This is an optimization exercise on Yosys and OpenROAD, whose aim is small area, a short achievable clock period and few clock cycles per item, not a production implementation.
RTL that was checked went through simulation tests only; none was proved equivalent to the original.

==> build 10: inputs <==
## sorrel_cu
module sorrel_cu (
    input  wire        clk,
    input  wire        rst,         
    input  wire        in_valid,
    output wire        in_ready,
    input  wire [15:0] in_instr,
    input  wire [31:0] in_data,
    output reg         out_valid,
    output reg  [31:0] out_data,
    output reg  [2:0]  out_flags    
);
==> flow/config.mk <==
export PLATFORM = sky130hd
export DESIGN_NAME = sorrel_cu
export DESIGN_NICKNAME = sorrel_cu
export VERILOG_FILES = /design/flow/design.v
export SDC_FILE = /design/flow/constraint.sdc
export NUM_CORES = 8
export LEC_CHECK = 0
export CAP_MARGIN = 20
export CORE_MARGIN = 2
export CORE_UTILIZATION = 40
export PLACE_DENSITY = 0.6
export SLEW_MARGIN = 20
==> flow/constraint.sdc <==
create_clock -name core_clock -period 27.0 [get_ports {clk}]
set_input_delay 5.4000 -clock core_clock [delete_from_list [all_inputs] [get_ports {clk}]]
set_output_delay 5.4000 -clock core_clock [all_outputs]
set_load 0.01 [all_outputs]
standard.sh (not shown) runs the stock make flow with config.mk's settings and CLKGATE_MAP_FILE= SYNTH_SCRIPT=/design/flow/synth_recipe.tcl, a recipe that flattens the netlist after the stock synthesis.
==> flow/flow/run.sh <==
#!/bin/bash
# The standard layout, with ORFS's timing repair aimed at a setup slack
# of SETUP_SLACK_MARGIN ns instead of 0, so that the repair sizes the logic
# for a short achieved period. The clock, its period and the I/O constraints
# are the design's, unchanged. The make output goes to standard.log.
set -euo pipefail
bash standard.sh SETUP_SLACK_MARGIN=20 finish > standard.log 2>&1
==> inputs of trial 2, as changes to build 10 <==
--- a/flow/design.v
+++ b/flow/design.v
@@ -136,19 +136,22 @@
     wire [3:0]  nz3 = nb2 ? nz2[3:0] : nz2[7:4];
     wire        nb1 = ~|nz3[3:2];
     wire [1:0]  nz4 = nb1 ? nz3[1:0] : nz3[3:2];
     wire        nb0 = ~nz4[1];
     wire [4:0]  norm1 = {nb4, nb3, nb2, nb1, nb0};
-    wire        pick_x = (o_min & lt1) | (o_max & ~lt1);
-    wire [3:0]  tt = o_and ? 4'b1000 : o_or ? 4'b1110 : o_xor ? 4'b0110 :
-                     pick_x ? 4'b1100 : 4'b1010;
-    wire [31:0] logic1 = (xv & yv & {32{tt[3]}}) | (xv & ~yv & {32{tt[2]}}) |
-                         (~xv & yv & {32{tt[1]}}) | (~xv & ~yv & {32{tt[0]}});
-    wire        use_sum = o_add | o_sub | o_neg | o_abs;
-    wire        use_sh  = o_asr | o_lsl | o_lsr;
-    wire [31:0] alu1 = use_sum ? sum33[31:0] : use_sh ? sh_rev :
-                       o_norm  ? {27'd0, norm1} : logic1;
+    reg [31:0] alu1;
+    always @* begin
+        alu1 = sum33[31:0];
+        if (o_and)  alu1 = xv & yv;
+        if (o_or)   alu1 = xv | yv;
+        if (o_xor)  alu1 = xv ^ yv;
+        if (o_mov)  alu1 = yv;
+        if (o_min)  alu1 = lt1 ? xv : yv;
+        if (o_max)  alu1 = lt1 ? yv : xv;
+        if (o_asr | o_lsl | o_lsr) alu1 = sh_rev;
+        if (o_norm) alu1 = {27'd0, norm1};
+    end
     wire e1_ldi  = (c1 == 2'b01);
     wire e1_alu  = e1_c0 & (o1 >= 5'h0C);
     wire [31:0] v1 = e1_ldi ? ir_d : e1_alu ? alu1 : xv;    
     wire e1_dwe = (e1_c0 & (((o1 >= 5'h0C) & (o1 <= 5'h18)) | o_norm)) |
                   (e1_ldi & ~ir[4]);
@@ -267,30 +270,31 @@
     wire signed [4:0] scl_k   = $signed(e2_ir[4:0]);
     wire        [4:0] scl_val = (scl_k > 5'sd8)  ? 5'd8 :
                                 (scl_k < -5'sd8) ? 5'b11000 : e2_ir[4:0];
     reg rst_q;
     always @(posedge clk) rst_q <= rst;
-    wire        d_we  = (e2_v & e2_dwe) | w_rnd;
-    wire [31:0] d_wv  = rst_q ? 32'd0 : w_rnd ? ext_w : e2_dval;
-    wire [79:0] a_wv  = rst_q ? 80'd0 : acc_val;
     integer i;
     always @(posedge clk) begin
-        for (i = 0; i < 16; i = i + 1)
-            if (rst_q | (d_we & (e2_dst == i))) d[i] <= d_wv;
-        for (i = 0; i < 4; i = i + 1) begin
-            if (rst_q | (acc_wx & (acc_wi == i))) ax[i] <= a_wv[79:64];
-            if (rst_q | (acc_wh & (acc_wi == i))) ah[i] <= a_wv[63:32];
-            if (rst_q | (acc_wl & (acc_wi == i))) al[i] <= a_wv[31:0];
-        end
         if (rst_q) begin
+            for (i = 0; i < 16; i = i + 1) d[i] <= 32'd0;
+            for (i = 0; i < 4; i = i + 1) begin
+                ax[i] <= 16'd0;
+                ah[i] <= 32'd0;
+                al[i] <= 32'd0;
+            end
             t_flag    <= 1'b0;
             aov       <= 1'b0;
             sov       <= 1'b0;
             cfg_sat   <= 1'b1;
             cfg_mode  <= 2'b00;
             cfg_scale <= 5'd0;
         end else begin
+            if (e2_v & e2_dwe) d[e2_dst] <= e2_dval;
+            if (w_rnd)         d[e2_dst] <= ext_w;
+            if (acc_wx) ax[acc_wi] <= acc_val[79:64];
+            if (acc_wh) ah[acc_wi] <= acc_val[63:32];
+            if (acc_wl) al[acc_wi] <= acc_val[31:0];
             if (e2_c0 & ((o2 == 5'h19) | (o2 == 5'h1A))) t_flag <= e2_t;
             if (e2_c0 & (o2 == 5'h1E))                   t_flag <= an[79];
             aov <= w_clrf ? 1'b0 : (aov | aov_set);
             sov <= w_clrf ? 1'b0 : (sov | sov_set);
             if (e2_ctl & (ctl == 4'h7)) cfg_scale <= scl_val;
==> flow/run.sh (new file) <==
#!/bin/bash
# synth_recipe.tcl (not shown) runs the flow's synth.tcl, then flattens the netlist and writes it again
# the make line also repeats each setting of config.mk as NAME=value (left out here)
make -C /OpenROAD-flow-scripts/flow DESIGN_CONFIG=/design/flow/config.mk WORK_HOME=/design/flow/orfs CLKGATE_MAP_FILE= SYNTH_SCRIPT=/design/flow/synth_recipe.tcl finish
removed: flow/flow/run.sh
removed: flow/standard.sh
==> inputs of build 79, as changes to build 10 <==
--- a/flow/design.v
+++ b/flow/design.v
@@ -136,19 +136,22 @@
     wire [3:0]  nz3 = nb2 ? nz2[3:0] : nz2[7:4];
     wire        nb1 = ~|nz3[3:2];
     wire [1:0]  nz4 = nb1 ? nz3[1:0] : nz3[3:2];
     wire        nb0 = ~nz4[1];
     wire [4:0]  norm1 = {nb4, nb3, nb2, nb1, nb0};
-    wire        pick_x = (o_min & lt1) | (o_max & ~lt1);
-    wire [3:0]  tt = o_and ? 4'b1000 : o_or ? 4'b1110 : o_xor ? 4'b0110 :
-                     pick_x ? 4'b1100 : 4'b1010;
-    wire [31:0] logic1 = (xv & yv & {32{tt[3]}}) | (xv & ~yv & {32{tt[2]}}) |
-                         (~xv & yv & {32{tt[1]}}) | (~xv & ~yv & {32{tt[0]}});
-    wire        use_sum = o_add | o_sub | o_neg | o_abs;
-    wire        use_sh  = o_asr | o_lsl | o_lsr;
-    wire [31:0] alu1 = use_sum ? sum33[31:0] : use_sh ? sh_rev :
-                       o_norm  ? {27'd0, norm1} : logic1;
+    reg [31:0] alu1;
+    always @* begin
+        alu1 = sum33[31:0];
+        if (o_and)  alu1 = xv & yv;
+        if (o_or)   alu1 = xv | yv;
+        if (o_xor)  alu1 = xv ^ yv;
+        if (o_mov)  alu1 = yv;
+        if (o_min)  alu1 = lt1 ? xv : yv;
+        if (o_max)  alu1 = lt1 ? yv : xv;
+        if (o_asr | o_lsl | o_lsr) alu1 = sh_rev;
+        if (o_norm) alu1 = {27'd0, norm1};
+    end
     wire e1_ldi  = (c1 == 2'b01);
     wire e1_alu  = e1_c0 & (o1 >= 5'h0C);
     wire [31:0] v1 = e1_ldi ? ir_d : e1_alu ? alu1 : xv;    
     wire e1_dwe = (e1_c0 & (((o1 >= 5'h0C) & (o1 <= 5'h18)) | o_norm)) |
                   (e1_ldi & ~ir[4]);
==> flow/run.sh (new file) <==
#!/bin/bash
# synth_recipe.tcl (not shown) runs the flow's synth.tcl, then flattens the netlist and writes it again
# the make line also repeats each setting of config.mk as NAME=value (left out here)
make -C /OpenROAD-flow-scripts/flow DESIGN_CONFIG=/design/flow/config.mk WORK_HOME=/design/flow/orfs CLKGATE_MAP_FILE= SYNTH_SCRIPT=/design/flow/synth_recipe.tcl finish
removed: flow/flow/run.sh
removed: flow/standard.sh
==> comparison table <==
item	trial 2	build 10	build 79
Initial antenna violation count	50	68	80
Cell Area, Placed	110000 um2	106000 um2	108000 um2
Worst slew margin relative to its limit	14.8%	13.7%	12.5%
Length of routed met2 wiring	226000 um	234000 um	231000 um
Maximum number of buffers from clock root to sink	4	3	3
Area share of xor/xnor cells in the synthesized design	6.47%	7.24%	7.16%
Met2 Track Usage GR	57.1%	60.7%	59.8%
Layout area overhead	8.55%	19.5%	9.94%
Floorplan die height	516 um	505 um	510 um
Final critical-path share of the clock period	36.8%	26.9%	36.8%
Run status	finished clean	finished clean	finished clean
Synthesized flop and latch total	1097	1089	1089
Weighted congestion at the end of routability-driven global placement	1.07	1.07	1.08
Testbench counts of build 79, summed over its fixed seeds: cycles 24,368, instrs 24,256.
Only the layout flow was run in build 10 and trial 2; the RTL was not checked for function there.

* * *

==> 11-13: inputs <==
Another version of the RTL of sorrel_cu (not shown whole).
Settings: LEC_CHECK=0, ABC_AREA=1, CAP_MARGIN=30, CORE_MARGIN=2, CORE_UTILIZATION=50, CTS_BUF_LIST=sky130_fd_sc_hd__clkbuf_16, CTS_CLUSTER_DIAMETER=80, CTS_CLUSTER_SIZE=20, PLACE_DENSITY=0.62, SLEW_MARGIN=30; clock period 27.0 ns.
==> flow/flow/run.sh <==
#!/bin/bash
# The standard layout, with ORFS's timing repair aimed at a setup slack
# of SETUP_SLACK_MARGIN ns instead of 0, so that the repair sizes the logic
# for a short achieved period. The synthesis, the clock, its period and the
# I/O constraints are the design's, unchanged. The make output goes to
# standard.log; ORFS's own logs are under orfs/logs.
set -euo pipefail
bash standard.sh SETUP_SLACK_MARGIN=20.5 finish > standard.log 2>&1
==> 10-05: changes against 11-13 <==
--- a/flow/design.v
+++ b/flow/design.v
@@ -95,16 +95,16 @@
             rdy <= ~hazard;
             if (rdy) ir_v <= in_valid;
         end
         if (rdy) begin
             ir    <= in_instr;
+            ir_d  <= in_data;
+            ir_fx <= i_fx;
+            ir_fy <= i_fy;
             ir_xs <= i_xo & ~e1_wr;
             ir_ys <= i_yo & ~e1_wr;
         end
-        ir_d  <= in_data;
-        ir_fx <= i_fx;
-        ir_fy <= i_fy;
     end
     reg        e2_v;
     reg [15:0] e2_ir;
     reg [79:0] e2_s;           
     reg [79:0] e2_c;           
==> flow/flow/run.sh (replaced) <==
#!/bin/bash
# The standard layout with two changes:
# - synthesis maps the logic with an area-oriented ABC script (flow/synth.tcl,
#   flow/abc_area.script); everything else of the standard synthesis stays;
# - ORFS's timing repair aims at a setup slack of SETUP_SLACK_MARGIN ns
#   instead of 0, so that it sizes the logic for a short achieved period.
# The clock, its period and the I/O constraints are the design's, unchanged.
# The make output goes to standard.log; ORFS's own logs are under orfs/logs.
set -euo pipefail
export FLOW_FLOW_WORK="$PWD"
export FLOW_FLOW_ABC_SCRIPT="$PWD/flow/abc_area.script"
bash standard.sh SYNTH_SCRIPT="$PWD/flow/synth.tcl" SETUP_SLACK_MARGIN=20.5 finish > standard.log 2>&1
==> flow/flow/abc_area.script (new file) <==
&get -n
&st
&dch
&nf -a
&st
&dch
&nf -a
&put
topo
stime -c
buffer -c
upsize -c
dnsize -c
==> flow/flow/synth.tcl (new file) <==
# The standard synthesis (synth_recipe.tcl in the work folder), with one
# change: Yosys's abc command maps the logic with flow/abc_area.script
# instead of ORFS's script. Flip-flops are mapped before abc and abc does not
# touch them, so the registers, their names and cell types are those of the
# standard synthesis.
proc abc {args} {
  set i [lsearch -exact $args -script]
  if {$i >= 0} { lset args [expr {$i + 1}] $::env(FLOW_FLOW_ABC_SCRIPT) }
  yosys abc {*}$args
}
source $::env(FLOW_FLOW_WORK)/synth_recipe.tcl
==> flow/config.mk (replaced) <==
export PLATFORM = sky130hd
export DESIGN_NAME = sorrel_cu
export DESIGN_NICKNAME = sorrel_cu
export VERILOG_FILES = /design/flow/design.v
export SDC_FILE = /design/flow/constraint.sdc
export NUM_CORES = 8
export LEC_CHECK = 0
export ABC_AREA = 1
export CAP_MARGIN = 20
export CORE_MARGIN = 2
export CORE_UTILIZATION = 45
export PLACE_DENSITY = 0.6
export SLEW_MARGIN = 20
==> impl_results.md <==
- H-Tree Depth: 3
- Register area: 0.0320 mm2
- Worst slack at placement: 18.63 ns
- # diodes: 70
- Period utilization: around 25%
- Status: timing/DRC/antenna clean
- R2R setup slack: 20.30 ns
- Inst Count DP: 15,100
- Gate Count Post-Synth: 12,800
[end of results for 11-13]
==> impl_results.md <==
- Gate Count Post-Synth: 10,000
- Register area: 0.0324 mm2
- # diodes: 63
- Worst slack at placement: 17.77 ns
- H-Tree Depth: 4
- Grt peak-use layer: met2
- Inst Count DP: 12,300
- Async SR Flop Fraction: 0%
- Status: timing/DRC/antenna clean
- Worst relative slew slack: 10.9%
- Post-Synth XOR/XNOR Area: ~7.7%
[end of results for 10-05]
Testbench counts of 11-13, summed over its fixed seeds: cycles 24,368, instrs 24,256.
Testbench counts of 10-05, summed over its fixed seeds: cycles 24,368, instrs 24,256.

* * *

==> v31: inputs <==
Starting RTL as in the previous note.
clock: 27.0 ns
lec_check: 0
abc_area: 1
cap_margin: 20
core_margin: 2
core_utilization: 45
place_density: 0.6
slew_margin: 20
==> flow/flow/run.sh <==
#!/bin/bash
# The standard layout, with ORFS's timing repair aimed at a setup slack
# of SETUP_SLACK_MARGIN ns instead of 0, so that the repair sizes the logic
# for a short achieved period. The synthesis, the clock, its period and the
# I/O constraints are the design's, unchanged. The make output goes to
# standard.log; ORFS's own logs are under orfs/logs.
set -euo pipefail
bash standard.sh SETUP_SLACK_MARGIN=20.5 finish > standard.log 2>&1
==> inputs of v23, as changes to v31 <==
--- a/flow/config.mk
+++ b/flow/config.mk
@@ -7,7 +7,10 @@
 export LEC_CHECK = 0
 export ABC_AREA = 1
-export CAP_MARGIN = 20
+export CAP_MARGIN = 30
 export CORE_MARGIN = 2
 export CORE_UTILIZATION = 45
+export CTS_BUF_LIST = sky130_fd_sc_hd__clkbuf_16
+export CTS_CLUSTER_DIAMETER = 80
+export CTS_CLUSTER_SIZE = 20
 export PLACE_DENSITY = 0.6
-export SLEW_MARGIN = 20
+export SLEW_MARGIN = 30
==> flow_summary.json <==
{
  "cts_resized": 616,
  "final_cell_area_um2": 110000,
  "vias": 103000,
  "use_met2_pct": 68.5,
  "vias_per_cell": 6.61,
  "reg2reg_depth": 21,
  "wl_met2_mm": 224,
  "cp.arrival_ps": 1400,
  "n_all_buffers": 566,
  "outcome": "finished clean"
}
The numbers above come from v23.

==> flow_summary.json <==
{
  "use_met2_pct": 68.8,
  "post_cts_buffers": 43,
  "ant_nets": 0,
  "vias": 104000,
  "n_all_buffers": 558,
  "gp_congestion": 1.22,
  "final_cell_area_um2": 111000,
  "vias_per_cell": 6.61,
  "wl_met2_mm": 224,
  "outcome": "finished clean",
  "cts_resized": 610
}
The numbers above come from v31.

Testbench counts of v31, summed over its fixed seeds: cycles 24,368, instrs 24,256.
Testbench counts of v23, summed over its fixed seeds: cycles 24,368, instrs 24,256.

static timing again, ports no longer ideal:
The results above use ideal ports. As a check the final layouts listed here were re-extracted and re-timed, cells and wires unchanged.
Step 1 sets driving cells, clkbuf_16 on the clock port and buf_2 on the other inputs (assumed; they add their load-dependent delay and slew).
Step 2 times the ports against the registers' clock, not the clock port: input delays grow and output delays shrink by t, the midpoint of the rising clock arrivals with the driver on.
a / b / c = ideal ports / drivers / drivers and shift; a / b = the first two.
| run | t (ns) | setup WS [ns] | worst setup path at the end |
|---|---|---|---|
| build 10 | 0.951 | 19.742 / 19.742 / 19.195 | input to register |
| trial 2 | 0.913 | 17.065 / 17.065 / 17.065 | register to register |
| build 79 | 0.933 | 17.052 / 17.052 / 17.052 | register to register |
| 11-13 | 0.932 | 20.259 / 20.158 / 19.567 | input to register |
| 10-05 | 0.952 | 20.034 / 20.034 / 19.645 | input to register |
| v31 | 0.915 | 20.206 / 20.111 / 19.683 | input to register |
| v23 | 0.925 | 20.202 / 20.108 / 19.689 | input to register |
After both steps every run listed still meets setup and hold. For 11-13, which loses most, drivers alone change the setup slack by -0.101 ns; drivers and shift together by -0.692 ns.
